From an optimization exercise on the open Yosys and OpenROAD flow, aimed at small area and a short achievable clock period; shortcuts taken in it are not production practice.
The RTL was checked by simulation tests, not by an equivalence proof against the original design.
Power is estimated from default activity; no workload was simulated.

==> flow/design.v <==
module fp_narrow (
    input  wire        clk,
    input  wire        rst,           
    input  wire        in_valid,
    input  wire [31:0] in_x,          
    input  wire [3:0]  in_fmt,        
    input  wire [2:0]  in_rmode,      
    input  wire        in_sat,        
    input  wire [15:0] in_r,          
    output reg         out_valid,
    output reg  [15:0] out_y,         
    output reg         out_ovf,       
    output reg         out_nan,       
    output reg         out_err        
);
    wire a_bf  = in_fmt == 4'h1;
    wire a_h   = in_fmt == 4'h2;
    wire a_e43 = in_fmt == 4'h3;
    wire a_e52 = in_fmt == 4'h4;
    wire a_e32 = in_fmt == 4'h7;
    wire a_e23 = in_fmt == 4'h8;
    wire a_e21 = in_fmt == 4'h9;
    wire a_int = in_fmt == 4'hA;
    wire a_fok = a_bf | a_h | a_e43 | a_e52 | a_e32 | a_e23 | a_e21 | a_int;
    wire a_finf = a_bf | a_h | a_e52;             
    wire a_rne = in_rmode == 3'd0;
    wire a_rup = in_rmode == 3'd2;
    wire a_rdn = in_rmode == 3'd3;
    wire a_sr  = in_rmode == 3'd4;
    wire a_err = ~a_fok | (in_rmode > 3'd4);
    wire        a_s    = in_x[31];
    wire [7:0]  ex     = in_x[30:23];
    wire [22:0] fr     = in_x[22:0];
    wire        ex_z   = ex == 8'h00;
    wire        ex_o   = ex == 8'hFF;
    wire        fr_z   = fr == 23'd0;
    wire [7:0]  eeff   = {ex[7:1], ex[0] | ex_z};
    reg [4:0] kq;         
    reg [4:0] rmin;
    reg       normal, allout;
    always @* begin
        kq = 5'd5; rmin = 5'd3; normal = 1'b1; allout = 1'b0;
        if (a_h)   begin kq = 5'd18; rmin = 5'd0; normal = eeff >= 8'd113; allout = eeff < 8'd84;  end
        if (a_e43) begin kq = 5'd1;  rmin = 5'd7; normal = eeff >= 8'd121; allout = eeff < 8'd100; end
        if (a_e52) begin kq = 5'd26; rmin = 5'd8; normal = eeff >= 8'd113; allout = eeff < 8'd92;  end
        if (a_e32) begin kq = 5'd6;  rmin = 5'd8; normal = eeff >= 8'd125; allout = eeff < 8'd104; end
        if (a_e23) begin kq = 5'd7;  rmin = 5'd7; normal = eeff >= 8'd127; allout = eeff < 8'd104; end
        if (a_e21) begin kq = 5'd9;  rmin = 5'd9; normal = eeff >= 8'd127; allout = eeff < 8'd108; end
        if (a_int) begin kq = 5'd4;  rmin = 5'd4; normal = eeff >= 8'd127; allout = eeff < 8'd104; end
    end
    wire [4:0] ne = ~eeff[4:0];
    wire [4:0] sg = kq & ne, sp = kq ^ ne;
    wire [4:0] sc;
    assign sc[0] = 1'b0;
    assign sc[1] = sg[0];
    assign sc[2] = sg[1] | (sp[1] & sg[0]);
    assign sc[3] = sg[2] | (sp[2] & sg[1]) | (sp[2] & sp[1] & sg[0]);
    assign sc[4] = sg[3] | (sp[3] & sg[2]) | (sp[3] & sp[2] & sg[1]) | (sp[3] & sp[2] & sp[1] & sg[0]);
    wire [1:0] a_slo = sp[1:0] ^ sc[1:0];
    wire       a_c2  = sc[2];
    wire a_dir    = (a_rup & ~a_s) | (a_rdn & a_s);
    reg        v_q;
    reg        s_q, err_q, sat_q;
    reg        rne_q, sr_q, dir_q, normal_q, allout_q;
    reg [3:0]  fmt_q;
    reg [1:0]  slo_q;
    reg        c2_q;
    reg [2:0]  khi_q;
    reg [7:0]  ex_q;
    reg [23:0] m_q;
    reg [15:0] r_q;
    always @(posedge clk) begin
        if (rst) v_q <= 1'b0;
        else     v_q <= in_valid;
        s_q       <= a_s;
        err_q     <= a_err;
        sat_q     <= in_sat;
        rne_q     <= a_rne;
        sr_q      <= a_sr;
        dir_q     <= a_dir;
        normal_q  <= normal;
        allout_q  <= allout;
        fmt_q     <= in_fmt;
        slo_q     <= a_slo;
        c2_q      <= a_c2;
        khi_q     <= kq[4:2];
        ex_q      <= ex;
        m_q       <= {~ex_z, fr};
        r_q       <= in_r;
    end
    wire f_bf  = fmt_q == 4'h1;
    wire f_h   = fmt_q == 4'h2;
    wire f_e43 = fmt_q == 4'h3;
    wire f_e52 = fmt_q == 4'h4;
    wire f_e32 = fmt_q == 4'h7;
    wire f_e23 = fmt_q == 4'h8;
    wire f_e21 = fmt_q == 4'h9;
    wire f_int = fmt_q == 4'hA;
    reg [4:0] rmin_q;
    always @* begin
        rmin_q = 5'd3;
        if (f_h)   rmin_q = 5'd0;
        if (f_e43) rmin_q = 5'd7;
        if (f_e52) rmin_q = 5'd8;
        if (f_e32) rmin_q = 5'd8;
        if (f_e23) rmin_q = 5'd7;
        if (f_e21) rmin_q = 5'd9;
        if (f_int) rmin_q = 5'd4;
    end
    wire [2:0] shi   = khi_q + ~ex_q[4:2] + {2'd0, c2_q};
    wire [4:0] sum_q = {shi, slo_q};
    wire [4:0] rsh_q = normal_q ? rmin_q : allout_q ? 5'd31 : sum_q;
    reg [14:0] ehi;
    always @* begin
        ehi = 15'd0;
        if (f_bf)  ehi = {ex_q, 7'd0};
        if (f_h)   ehi = {~ex_q[4], ex_q[3:0], 10'd0};
        if (f_e43) ehi = {8'd0, ~ex_q[3], ex_q[2:0], 3'd0};
        if (f_e52) ehi = {8'd0, ~ex_q[4], ex_q[3:0], 2'd0};
        if (f_e32) ehi = {10'd0, ~ex_q[2], ex_q[1:0], 2'd0};
        if (f_e23) ehi = {10'd0, ~ex_q[1], ex_q[0], 3'd0};
        if (f_e21) ehi = {12'd0, ~ex_q[1], ex_q[0], 1'd0};
        if (f_int) ehi = {8'd0, ex_q[0], 6'd0};
        if (!normal_q) ehi = 15'd0;
    end
    wire [22:0] fq = m_q[22:0];
    reg over_lo, eq_max;
    always @* begin
        over_lo = 1'b0; eq_max = 1'b0;
        if (f_bf)  begin over_lo = 1'b0;
                         eq_max  = (ex_q == 8'd254) & (&fq[22:16]); end
        if (f_h)   begin over_lo = ex_q >= 8'd143;
                         eq_max  = (ex_q == 8'd142) & (&fq[22:13]); end
        if (f_e43) begin over_lo = (ex_q >= 8'd136) | ((ex_q == 8'd135) & (&fq[22:20]));
                         eq_max  = (ex_q == 8'd135) & (fq[22:20] == 3'b110); end
        if (f_e52) begin over_lo = ex_q >= 8'd143;
                         eq_max  = (ex_q == 8'd142) & (&fq[22:21]); end
        if (f_e32) begin over_lo = ex_q >= 8'd132;
                         eq_max  = (ex_q == 8'd131) & (&fq[22:21]); end
        if (f_e23) begin over_lo = ex_q >= 8'd130;
                         eq_max  = (ex_q == 8'd129) & (&fq[22:20]); end
        if (f_e21) begin over_lo = ex_q >= 8'd130;
                         eq_max  = (ex_q == 8'd129) & fq[22]; end
        if (f_int) begin over_lo = ex_q >= 8'd128;
                         eq_max  = (ex_q == 8'd127) & (&fq[22:17]); end
    end
    wire b_exo      = &ex_q;
    wire b_frz      = m_q[22:0] == 23'd0;
    wire nan_q     = b_exo & ~b_frz & ~err_q;
    wire inf_q     = b_exo & b_frz & ~err_q;
    wire f_finf    = f_bf | f_h | f_e52;            
    wire infpass_q = inf_q & f_finf & ~sat_q;
    wire toinf_q   = ~sat_q & (f_finf | f_e43) & (inf_q | rne_q | sr_q | dir_q);
    wire ovf0_q  = ~err_q & ~nan_q & (inf_q ? ~infpass_q : over_lo);
    wire eqmax_q = eq_max;
    wire [26:0] mx = {m_q[23] & ~normal_q, m_q[22:0], 3'b000};
    wire [26:0] s0 = rsh_q[0] ? {1'd0, mx[26:1]}   : mx;
    wire [26:0] s1 = rsh_q[1] ? {2'd0, s0[26:2]}   : s0;
    wire [26:0] s2 = rsh_q[2] ? {4'd0, s1[26:4]}   : s1;
    wire [26:0] s3 = rsh_q[3] ? {8'd0, s2[26:8]}   : s2;
    wire [26:0] yy = rsh_q[4] ? {16'd0, s3[26:16]} : s3;
    wire [10:0] lo = yy[26:16];
    wire [15:0] t  = yy[15:0];
    wire [23:11] pm;
    assign pm[11] = m_q[11:0] != 12'd0;
    genvar gi;
    generate for (gi = 12; gi < 24; gi = gi + 1) begin : g_pm
        assign pm[gi] = pm[gi-1] | m_q[gi];
    end endgenerate
    wire below = (rsh_q >= 5'd12) ? pm[23] : pm[5'd11 + rsh_q[3:0]];
    wire inexact = below | t[15];
    wire [15:0] g0 = t & r_q, p0 = t | r_q;
    wire [7:0]  g1, p1;
    wire [3:0]  g2, p2;
    wire [1:0]  g3;
    wire [1:0]  p3;
    generate
        for (gi = 0; gi < 8; gi = gi + 1) begin : g_l1
            assign g1[gi] = g0[2*gi+1] | (p0[2*gi+1] & g0[2*gi]);
            assign p1[gi] = p0[2*gi+1] & p0[2*gi];
        end
        for (gi = 0; gi < 4; gi = gi + 1) begin : g_l2
            assign g2[gi] = g1[2*gi+1] | (p1[2*gi+1] & g1[2*gi]);
            assign p2[gi] = p1[2*gi+1] & p1[2*gi];
        end
        for (gi = 0; gi < 2; gi = gi + 1) begin : g_l3
            assign g3[gi] = g2[2*gi+1] | (p2[2*gi+1] & g2[2*gi]);
            assign p3[gi] = p2[2*gi+1] & p2[2*gi];
        end
    endgenerate
    wire sr_up = g3[1] | (p3[1] & g3[0]);
    wire up = (rne_q & t[15] & (below | lo[0])) | (dir_q & inexact) | (sr_q & sr_up);
    wire [14:0] code_lo = ehi | {4'd0, lo};
    wire ovf = ovf0_q | (eqmax_q & up) | (sr_q & ~f_int & eqmax_q & inexact);
    wire        neg     = s_q & f_int;
    wire [14:0] cx      = code_lo ^ {15{neg}};
    wire [14:0] cx1     = cx + 15'd1;
    wire [14:0] fin_mag = (up ^ neg) ? cx1 : cx;
    reg [15:0] sbit, maxc, infc, nanc;
    always @* begin
        sbit = 16'd0; maxc = 16'd0; infc = 16'd0; nanc = 16'd0;
        if (f_bf)  begin sbit = {s_q, 15'd0}; maxc = 16'h7F7F; infc = 16'h7F80; nanc = 16'h7FC0; end
        if (f_h)   begin sbit = {s_q, 15'd0}; maxc = 16'h7BFF; infc = 16'h7C00; nanc = 16'h7E00; end
        if (f_e43) begin sbit = {8'd0, s_q, 7'd0}; maxc = 16'h007E; infc = 16'h007F; nanc = 16'h007F; end
        if (f_e52) begin sbit = {8'd0, s_q, 7'd0}; maxc = 16'h007B; infc = 16'h007C; nanc = 16'h007E; end
        if (f_e32) begin sbit = {10'd0, s_q, 5'd0}; maxc = 16'h001F; end
        if (f_e23) begin sbit = {10'd0, s_q, 5'd0}; maxc = 16'h001F; end
        if (f_e21) begin sbit = {12'd0, s_q, 3'd0}; maxc = 16'h0007; end
        if (f_int) begin maxc = s_q ? 16'h0081 : 16'h007F; end
    end
    wire [15:0] ovf_y = toinf_q ? (f_e43 ? infc : (sbit | infc))
                                : (f_int ? maxc : (sbit | maxc));
    wire [15:0] fin_y = f_int ? {8'd0, fin_mag[7:0]} : (sbit | {1'b0, fin_mag});
    wire [15:0] y = err_q ? 16'd0 :
                    nan_q ? nanc :
                    (ovf | infpass_q) ? ovf_y : fin_y;
    always @(posedge clk) begin
        if (rst) out_valid <= 1'b0;
        else     out_valid <= v_q;
        out_y   <= y;
        out_ovf <= ovf & ~nan_q & ~err_q;
        out_nan <= nan_q;
        out_err <= err_q;
    end
endmodule
==> flow/config.mk <==
export PLATFORM = sky130hd
export DESIGN_NAME = fp_narrow
export DESIGN_NICKNAME = fp_narrow
export VERILOG_FILES = /design/flow/design.v
export SDC_FILE = /design/flow/constraint.sdc
export NUM_CORES = 4
export LEC_CHECK = 0
export ABC_AREA = 1
export CAP_MARGIN = 20
export CORE_MARGIN = 2
export CORE_UTILIZATION = 40
export CTS_BUF_LIST = sky130_fd_sc_hd__clkbuf_8
export SLEW_MARGIN = 20
==> flow/constraint.sdc <==
create_clock -name core_clock -period 14.0 [get_ports {clk}]
set_input_delay 2.8000 -clock core_clock [delete_from_list [all_inputs] [get_ports {clk}]]
set_output_delay 2.8000 -clock core_clock [all_outputs]
set_load 0.01 [all_outputs]
standard.sh (not shown) runs the stock make flow with config.mk's settings and CLKGATE_MAP_FILE= SYNTH_SCRIPT=/design/flow/synth_recipe.tcl, a recipe that flattens the netlist after the stock synthesis.
==> flow/flow/run.sh <==
#!/bin/bash
# The standard layout, with plain buf_1 cells (not delay buffers) on the ports,
# and timing repair asked for 10 ns of setup margin (the clock and the
# constraints are the design's).
set -euo pipefail
export BUFFER_PORTS_ARGS="-buffer_cell sky130_fd_sc_hd__buf_1"
export SETUP_SLACK_MARGIN=10
bash standard.sh > make_finish.log 2>&1
Next try:
--- a/flow/design.v
+++ b/flow/design.v
@@ -33,8 +33,10 @@
     wire [22:0] fr     = in_x[22:0];
     wire        ex_z   = ex == 8'h00;
     wire        ex_o   = ex == 8'hFF;
     wire        fr_z   = fr == 23'd0;
+    wire        a_nan  = ex_o & ~fr_z;
+    wire        a_inf  = ex_o & fr_z;
     wire [7:0]  eeff   = {ex[7:1], ex[0] | ex_z};
     reg [4:0] kq;         
     reg [4:0] rmin;
     reg       normal, allout;
@@ -55,36 +57,37 @@
     assign sc[1] = sg[0];
     assign sc[2] = sg[1] | (sp[1] & sg[0]);
     assign sc[3] = sg[2] | (sp[2] & sg[1]) | (sp[2] & sp[1] & sg[0]);
     assign sc[4] = sg[3] | (sp[3] & sg[2]) | (sp[3] & sp[2] & sg[1]) | (sp[3] & sp[2] & sp[1] & sg[0]);
-    wire [1:0] a_slo = sp[1:0] ^ sc[1:0];
-    wire       a_c2  = sc[2];
+    wire [4:0] a_sum = sp ^ sc;
+    wire a_infpass = a_inf & a_finf & ~in_sat;
     wire a_dir    = (a_rup & ~a_s) | (a_rdn & a_s);
+    wire a_to_inf = ~in_sat & (a_finf | a_e43) &
+                    (a_inf | a_rne | a_sr | a_dir);
     reg        v_q;
-    reg        s_q, err_q, sat_q;
+    reg        s_q, nan_q, err_q, inf_q, infpass_q, toinf_q;
     reg        rne_q, sr_q, dir_q, normal_q, allout_q;
     reg [3:0]  fmt_q;
-    reg [1:0]  slo_q;
-    reg        c2_q;
-    reg [2:0]  khi_q;
+    reg [4:0]  sum_q;
     reg [7:0]  ex_q;
     reg [23:0] m_q;
     reg [15:0] r_q;
     always @(posedge clk) begin
         if (rst) v_q <= 1'b0;
         else     v_q <= in_valid;
         s_q       <= a_s;
+        nan_q     <= a_nan & ~a_err;
         err_q     <= a_err;
-        sat_q     <= in_sat;
+        inf_q     <= a_inf & ~a_err;
+        infpass_q <= a_infpass & ~a_err;
+        toinf_q   <= a_to_inf;
         rne_q     <= a_rne;
         sr_q      <= a_sr;
         dir_q     <= a_dir;
         normal_q  <= normal;
         allout_q  <= allout;
         fmt_q     <= in_fmt;
-        slo_q     <= a_slo;
-        c2_q      <= a_c2;
-        khi_q     <= kq[4:2];
+        sum_q     <= a_sum;
         ex_q      <= ex;
         m_q       <= {~ex_z, fr};
         r_q       <= in_r;
     end
@@ -106,10 +109,8 @@
         if (f_e23) rmin_q = 5'd7;
         if (f_e21) rmin_q = 5'd9;
         if (f_int) rmin_q = 5'd4;
     end
-    wire [2:0] shi   = khi_q + ~ex_q[4:2] + {2'd0, c2_q};
-    wire [4:0] sum_q = {shi, slo_q};
     wire [4:0] rsh_q = normal_q ? rmin_q : allout_q ? 5'd31 : sum_q;
     reg [14:0] ehi;
     always @* begin
         ehi = 15'd0;
@@ -143,23 +144,16 @@
                          eq_max  = (ex_q == 8'd129) & fq[22]; end
         if (f_int) begin over_lo = ex_q >= 8'd128;
                          eq_max  = (ex_q == 8'd127) & (&fq[22:17]); end
     end
-    wire b_exo      = &ex_q;
-    wire b_frz      = m_q[22:0] == 23'd0;
-    wire nan_q     = b_exo & ~b_frz & ~err_q;
-    wire inf_q     = b_exo & b_frz & ~err_q;
-    wire f_finf    = f_bf | f_h | f_e52;            
-    wire infpass_q = inf_q & f_finf & ~sat_q;
-    wire toinf_q   = ~sat_q & (f_finf | f_e43) & (inf_q | rne_q | sr_q | dir_q);
     wire ovf0_q  = ~err_q & ~nan_q & (inf_q ? ~infpass_q : over_lo);
     wire eqmax_q = eq_max;
     wire [26:0] mx = {m_q[23] & ~normal_q, m_q[22:0], 3'b000};
-    wire [26:0] s0 = rsh_q[0] ? {1'd0, mx[26:1]}   : mx;
-    wire [26:0] s1 = rsh_q[1] ? {2'd0, s0[26:2]}   : s0;
-    wire [26:0] s2 = rsh_q[2] ? {4'd0, s1[26:4]}   : s1;
-    wire [26:0] s3 = rsh_q[3] ? {8'd0, s2[26:8]}   : s2;
-    wire [26:0] yy = rsh_q[4] ? {16'd0, s3[26:16]} : s3;
+    wire [26:0] s4 = rsh_q[4] ? {16'd0, mx[26:16]} : mx;
+    wire [26:0] s3 = rsh_q[3] ? {8'd0, s4[26:8]}   : s4;
+    wire [26:0] s2 = rsh_q[2] ? {4'd0, s3[26:4]}   : s3;
+    wire [26:0] s1 = rsh_q[1] ? {2'd0, s2[26:2]}   : s2;
+    wire [26:0] yy = rsh_q[0] ? {1'd0, s1[26:1]}   : s1;
     wire [10:0] lo = yy[26:16];
     wire [15:0] t  = yy[15:0];
     wire [23:11] pm;
     assign pm[11] = m_q[11:0] != 12'd0;
Result: Sequential share of layout area came out lower by 1.1 points; routed wire length decreases by about 3.2%; worst setup slack loses 0.12 ns; area after synthesis rises by about 10%; power goes down by about 4%; via count came out higher by about 4.3%; clock skew increases by 0.011 ns; design area goes up by about 7%.

==> what the ideal ports hide <==
No port has a modelled driver above. Below, the same layouts with a new extraction and two added sets of constraints. Step 1, drivers: a clkbuf_16 drives clk and a buf_2 each remaining input, both assumed. Step 2 moves the port delays by t, midway between the first and last clock arrival at a register: inputs arrive t later, outputs are due t later. That takes back most of the time a late clock gives input paths. Slacks: ideal / step 1 / step 2; pairs: ideal / step 1.
run	shift t [ns]	setup slack, ns	worst hold slack (ns)	pins driven straight from the clock port
the first run	0.416	10.094 / 10.113 / 9.697	0.407 / 0.407 / 0.407	1
the second run	0.428	9.971 / 9.978 / 9.550	0.409 / 0.409 / 0.409	1
After both steps setup and hold are still met in every run listed. For the second run, which loses most, drivers alone change the setup slack by +0.007 ns; drivers and shift together by -0.421 ns.
